From an optimization exercise on the open Yosys and OpenROAD flow, aimed at small area, a short achievable clock period and few clock cycles per item; shortcuts taken in it are not production practice. Function was checked by simulation only, so behaviour that the tests miss may differ from the original. Power is estimated from default activity; no workload was simulated.

v55:
Design mdu36, start of the top module:
module mdu36 (
    input  wire        clk,
    input  wire        rst,
    input  wire        start,
    input  wire [3:0]  op,
    input  wire        ctm,
    input  wire [35:0] a,
    input  wire [35:0] b,
    input  wire [71:0] c,
    output wire        ready,
    output reg         done,
    output wire [35:0] result,
    output wire [35:0] result_hi,
    output reg         dz,
    output reg         ovf,
    output reg         trap
);
Size in the first run: ~7300 cells after synthesis, about 350 flip-flops, roughly 65000 sq um of cells after synthesis.
clock: 13.0 ns
lec_check: 0
cap_margin: 20
core_margin: 2
core_utilization: 40
setup_slack_margin: 5
slew_margin: 20
tns_end_percent: 0
run.sh (not shown) runs the stock make flow with config.mk's settings and CLKGATE_MAP_FILE= SYNTH_SCRIPT=/design/flow/synth_recipe.tcl, a recipe that flattens the netlist after the stock synthesis.
v55 went all the way through synthesis, placement and routing and the layout is clean on timing, DRC and antenna.
Testbench counts of v55, summed over its fixed seeds: cycles 24,010, ops 16,000.
The following lists how v36 was set up differently from v55:
-- flow/config.mk --
<<< v55, line 9
export CORE_MARGIN = 2
export CORE_UTILIZATION = 40
export SETUP_SLACK_MARGIN = 5
export SLEW_MARGIN = 20
export TNS_END_PERCENT = 0
>>> v36, line 9
export CORE_MARGIN = 2
export CORE_UTILIZATION = 35
export SETUP_SLACK_MARGIN = 5
export SLEW_MARGIN = 20
### Flow results
Relative to v55, area taken by multi-input logic gates has increased by 1.5% in v36.
Diff v55 and v36: instance area at placement higher in v36
In the flow results for v55 and v36, the share of the clock period used by the worst path after layout is smaller on v36.
Clock share of power on v36 is down relative to v55.
The sequential share of layout area number comes out higher for v55 vs v36.
v55 → v36: synthesized area ~0 delta, worst setup slack +0.31 ns.
The run showing the greater area growth from synthesis to layout is v36.
When the final numbers for v55 and v36 were put side by side, the critical path depth turned out to be greater in v55.
Peak ir drop on the vdd network: v55 and v36 compared, higher one is v55
Setup changes, v36 to v49
-- flow/config.mk --
<<< v36, line 9
export CORE_MARGIN = 2
export CORE_UTILIZATION = 35
export SETUP_SLACK_MARGIN = 5
>>> v49, line 9
export CORE_MARGIN = 2
export CORE_UTILIZATION = 55
export SETUP_SLACK_MARGIN = 5
[summary]
Count of clock buffers in the final design came out higher on v49 than on v36. Routed wire length: v49 vs v36 down 2.6%. Of v49 and v36, v36 shows the lower minimum setup slack in the final design, with v49 above it. As of v49, via count had risen by a few percent compared to v36. Run comparison: v49 last element of the critical path result[31]; v36 last element of the critical path result_hi[23].
diff inputs: v49 => v34
-- flow/config.mk --
<<< v49, line 7
export LEC_CHECK = 0
export CAP_MARGIN = 20
export CORE_MARGIN = 2
export CORE_UTILIZATION = 55
export SETUP_SLACK_MARGIN = 5
export SLEW_MARGIN = 20
>>> v34, line 7
export LEC_CHECK = 0
export CAP_MARGIN = 0
export CORE_MARGIN = 2
export CORE_UTILIZATION = 40
export SETUP_SLACK_MARGIN = 5
export SLEW_MARGIN = 0
What v34 reported for count of cells resized by post-cts repair has to be multiplied by 1.2 to get the figure for v49. Looking only at switching share of power, and setting everything else aside, the higher value of v34 and v49 goes to v34. Design area: v49 vs v34, no meaningful difference. The amount of wire on met3 after detailed routing in v34 was lower than what v49 gave. Clock network contribution to total cell area in v34 is 0.15 points above v49. On first-pass GRT wire length, v49 beats v34. Compared v34 vs v49, and post-route total power is up in v34. Any difference in synthesized net count between v49 and v34 is small enough to ignore. In the flow results for v34 and v49, the met3 layer usage reported by global route is smaller on v34. The wire length after detailed routing in v34 sits about 4% above the value recorded for v49.
--- input diff v34..v10 ---
-- flow/config.mk --
<<< v34, line 7
export LEC_CHECK = 0
export CAP_MARGIN = 0
export CORE_MARGIN = 2
>>> v10, line 7
export LEC_CHECK = 0
export CAP_MARGIN = 20
export CORE_MARGIN = 2
<<< v34, line 11
export SETUP_SLACK_MARGIN = 5
export SLEW_MARGIN = 0
>>> v10, line 11
export SETUP_SLACK_MARGIN = 5
export SLEW_MARGIN = 20
export TNS_END_PERCENT = 20
--- outcome ---
Sort v34 and v10 by total power desc -> top: v34. Part of the total power dissipated in combinational logic essentially unchanged between v10 and v34. The run showing the greater sum of buffers and inverters on the critical path is v34. Diff v34 -> v10: footprint of the multi-input gates held steady, part of the total power dissipated in sequential elements grew by 0.2 points, buffer count excluding the clock tree in the final layout shrank by about 0.53%, number of sequential storage elements held steady. Of v34 and v10, the run reporting the higher post-layout instance area was v34.

-- separate check: timing with driven ports --
Ports are ideal in the flow. The routed layouts listed here were re-timed in OpenROAD.
Step 1, drivers: a clkbuf_16 drives clk and a buf_2 each remaining input, both assumed.
Step 2 adds t to the input delays and takes it off the output delays; t is the mean of the earliest and latest rising clock arrival at the registers after step 1. Input paths then give back, and output paths get back, about the clock's delay inside the block.
Slacks: ideal ports / drivers / drivers and shift; pairs: ideal ports / drivers.
run | t, ns | slack for setup (ns) | hold WS [ns] | worst slew at a driven data input, ns
v55 | 0.744 | 4.635 / 4.552 / 4.216 | 0.544 / 0.544 / 0.544 | 0.18
v36 | 0.750 | 4.941 / 4.855 / 4.411 | 0.551 / 0.551 / 0.551 | 0.12
v49 | 0.722 | 4.992 / 4.907 / 4.452 | 0.546 / 0.546 / 0.546 | 0.08
v34 | 0.751 | 5.001 / 4.921 / 4.420 | 0.542 / 0.542 / 0.542 | 0.19
v10 | 0.746 | 4.671 / 4.589 / 4.240 | 0.556 / 0.556 / 0.556 | 0.19
After both steps setup and hold are still met in every run listed. The setup slack of v34, which loses most, moves by -0.080 ns with the drivers and by -0.581 ns with both steps.
